Source: an optimization exercise on an open RTL-to-GDS flow (aim: small area and a short achievable clock period). Production flows keep margins and buffers that such runs may drop. Function was checked by simulation only, so behaviour that the tests miss may differ from the original. The flow treats the clock pin as an ideal source, which a real chip does not have. No activity file was given, so power comes from the tool's default toggle rates.

== v45 ==
## mce_core
module mce_core (
    input  wire         clk,
    input  wire         rst,             
    input  wire         arm,             
    input  wire         stop,            
    input  wire         issue_en,        
    input  wire [13:0]  start_addr,
    input  wire [39:0]  start_va,
    input  wire [14:0]  cslen,
    input  wire [79:0]  cdm,             
    input  wire [255:0] lreg,            
    input  wire [15:1]  cmap_latch,      
    input  wire         hflag,
    input  wire         lclr,
    input  wire [15:1]  cond_in,
    input  wire         fail_any_in,
    input  wire         fail_all_in,
    output wire [13:0]  cs_addr,
    input  wire [159:0] cs_word,
    output wire [11:0]  vtt_idx,
    input  wire [39:0]  vtt_data,
    output wire         issue_valid,
    output wire [39:0]  issue_va,
    output wire [5:0]   issue_tset,
    output wire [3:0]   issue_lset,
    output wire [2:0]   issue_thr,
    output wire         issue_gate,
    output wire         issue_trig,
    output wire         issue_mark,
    output wire [7:0]   issue_evt,
    output wire [3:0]   issue_pmu,
    output wire [3:0]   issue_dacq,
    output wire         busy,
    output wire         waiting,
    output wire [13:0]  upc,
    output wire [39:0]  va,
    output wire [3:0]   lsp,
    output wire [4:0]   rsp,
    output wire [3:0]   flags,
    output wire [17:0]  latches,         
    output wire [3:0]   stopcause,
    output wire [13:0]  faddr,
    output wire         evt_stopflt,
    output wire         evt_cs_parity,
    output wire         evt_wait_to,
    output wire [31:0]  csparerr,
    output wire [31:0]  waitto,
    input  wire [2:0]   cnt_sel,
    output wire [31:0]  cnt_q
);
    reg         busy_q;
    reg  [13:0] upc_q;
  ...
export LEC_CHECK = 0
export CAP_MARGIN = 30
export CORE_MARGIN = 2
export CORE_UTILIZATION = 40
export SLEW_MARGIN = 30
export SYNTH_HIERARCHICAL = 1
export TNS_END_PERCENT = 0
create_clock -name core_clock -period 15.0 [get_ports {clk}]
standard.sh (not shown) runs the stock make flow with config.mk's settings and CLKGATE_MAP_FILE= SYNTH_SCRIPT=/design/flow/synth_recipe.tcl, a recipe that flattens the netlist after the stock synthesis.
==> flow/flow/run.sh <==
#!/bin/bash
# Standard layout (the standard.sh) with these changes to how it is made:
#  - synthesis: the standard flow's script, but the top module mce_core, whose logic is
#    not timing-critical, is mapped by ABC for area (synth_own.tcl); the
#    critical submodules keep ORFS's speed mapping;
#  - port buffers use the smallest buffer cell;
#  - timing repair aims for more setup slack than the clock period needs,
#    and runs twice more after CTS and after global routing (post_cts.tcl,
#    post_grt.tcl), since one call stops short of what it can reach;
#  - clock tree: larger sink clusters, no dummy loads.
# Each tool's full output stays in its own log under orfs/logs/; make's output
# goes to flow_make.log in this folder.
set -euo pipefail
export OWN_FLOW_DIR="$PWD/flow"
export OWN_AREA_MODULES="mce_core"
bash standard.sh \
  "SYNTH_SCRIPT=$PWD/flow/synth_own.tcl" \
  "BUFFER_PORTS_ARGS=-buffer_cell sky130_fd_sc_hd__buf_1" \
  SETUP_SLACK_MARGIN=8 \
  "POST_CTS_TCL=$PWD/flow/post_cts.tcl" \
  "POST_GLOBAL_ROUTE_TCL=$PWD/flow/post_grt.tcl" \
  "CTS_ARGS=-sink_clustering_enable -repair_clock_nets -dont_use_dummy_load -sink_clustering_size 24 -sink_clustering_max_diameter 100" \
  finish > flow_make.log 2>&1
==> flow/flow/abc_area.script <==
&get -n
&st
&dch -f
&nf -R 1000 -p -C 32 -F 10
&st
&syn2
&dch -f
&nf -R 1000 -p -C 32 -F 10
&st
&syn2
&dch -f
&nf -R 1000 -p -C 32 -F 10
&st
&dch -f
&nf -R 1000 -p -C 32 -F 10
&put
Other scripts of this flow, unchanged in this note and not shown: flow/flow/post_cts.tcl, flow/flow/post_grt.tcl, flow/flow/synth_own.tcl
The following lists how v6 was set up differently from v45:
-- flow/flow/run.sh --
<<< v45, line 7
#  - timing repair aims for more setup slack than the clock period needs,
#    and runs twice more after CTS and after global routing (post_cts.tcl,
#    post_grt.tcl), since one call stops short of what it can reach;
>>> v6, line 7
#  - timing repair aims for more setup slack than the clock period needs;
==> flow/flow/abc_area.script <==
&get -n
&st
&dch
&nf -R 1000
&st
&syn2
&dch
&nf -R 1000
&put
Findings:
Going from v45 to v6, switching power summed over all nets grew by 2.5%; clock tree skew after final layout grew by 23 ps; global-route total usage across every layer decreased 0.33 points.
Cell count after synthesis, v6 and v45: higher on v6
On sequential share of cell area: v6 sits below v45.
The inputs of v16 differ from those of v6 as listed below.
-- flow/flow/run.sh --
<<< v6, line 7
#  - timing repair aims for more setup slack than the clock period needs;
>>> v16, line 7
#  - timing repair aims for more setup slack than the clock period needs,
#    and runs twice more after CTS and after global routing (post_cts.tcl,
#    post_grt.tcl), since one call stops short of what it can reach;
==> flow/flow/abc_area.script <==
&get -n
&st
&dch -f
&nf -R 1000 -p -C 32 -F 10
&st
&syn2
&dch -f
&nf -R 1000 -p -C 32 -F 10
&st
&dch -f
&nf -R 1000 -p -C 32 -F 10
&put
[summary]
- Looking only at total power, and setting everything else aside, the lower value of v6 and v16 goes to v16.
- Looking at fraction of power consumed by combinational cells, v16 sits 0.2 points lower than v6 does.
- Worst clock skew (v16 over v6): increase, 9.7 ps
- v16 can be clocked slower than v6.
- Measured against each other, v6 and v16 differ in instance count of the mapped netlist, the higher figure coming from v6.
- Taking v6 as the reference, in v16 area added between synthesis and finish now smaller, setup slack now smaller.
#### Input delta (v53 over v16)
-- flow/flow/run.sh --
<<< v16, line 7
#  - timing repair aims for more setup slack than the clock period needs,
#    and runs twice more after CTS and after global routing (post_cts.tcl,
#    post_grt.tcl), since one call stops short of what it can reach;
>>> v53, line 7
#  - timing repair aims for more setup slack than the clock period needs;
#    it also runs once right after placement (post_resize.tcl) and twice
#    more after CTS and after global routing (post_cts.tcl, post_grt.tcl),
#    since one call stops short of what it can reach;
<<< v16, line 16
>>> v53, line 17
export OWN_SETUP_MARGIN=8
<<< v16, line 19
  SETUP_SLACK_MARGIN=8 \
>>> v53, line 21
  "SETUP_SLACK_MARGIN=$OWN_SETUP_MARGIN" \
  "POST_RESIZE_TCL=$PWD/flow/post_resize.tcl" \
==> flow/flow/abc_area.script <==
&get -n
&st
&dch
&nf -R 1000
&st
&syn2
&dch
&nf -R 1000
&put
==> flow/flow/post_resize.tcl (new file) <==
# Setup repair already after placement (ORFS's first repair_timing call comes
# only after CTS); detailed placement legalizes the result next. The place
# stage does not see SETUP_SLACK_MARGIN, so run.sh passes it as
# OWN_SETUP_MARGIN.
estimate_parasitics -placement
repair_timing -setup -setup_margin $::env(OWN_SETUP_MARGIN) -repair_tns 0 -verbose
Global-route usage was higher in the run labelled v16.
Going from v16 to v53, design area up 2600 um^2, pin count of the biggest net entering global routing increased 14%, total power climbed about 0.8%.
Cell total after placement: v53 and v16 compared, higher one is v53
Per the comparison of v53 with v16, multi-input combinational cell count +520; flip-flop and latch count did not really move.
Wire length reported by the detailed router, v53 and v16: smaller value in v16
Between v53 and v16, the static leakage power is higher for v53.
v53 has placement-stage cell area above what v16 had.
Against v16 as the reference, v53 delivers a lower clock period minus final worst setup slack.

static timing again, ports no longer ideal:
How much do the figures lean on ideal ports? The routed layouts below were timed once more, with nothing changed but the port constraints.
Step 1: set_driving_cell puts a clkbuf_16 on clk and a buf_2 on each other input, an assumption about the parent block.
Step 2 adds t to the input delays and takes it off the output delays; t is the mean of the earliest and latest rising clock arrival at the registers after step 1. Input paths then give back, and output paths get back, about the clock's delay inside the block.
a / b / c = ideal ports / drivers / drivers and shift; a / b = the first two.
| run | t, ns | setup WS [ns] | worst register clock-pin slew, ns | pins driven straight from the clock port |
|---|---|---|---|---|
| v45 | 0.826 | 5.219 / 5.190 / 4.781 | 0.11 / 0.11 | 1 |
| v6 | 0.857 | 5.498 / 5.460 / 4.904 | 0.11 / 0.11 | 1 |
| v16 | 0.845 | 5.422 / 5.320 / 5.038 | 0.11 / 0.11 | 1 |
| v53 | 0.843 | 5.474 / 5.414 / 4.694 | 0.11 / 0.11 | 1 |
After both steps setup and hold are still met in every run listed. For v53, which loses most, drivers alone change the setup slack by -0.060 ns; drivers and shift together by -0.780 ns.
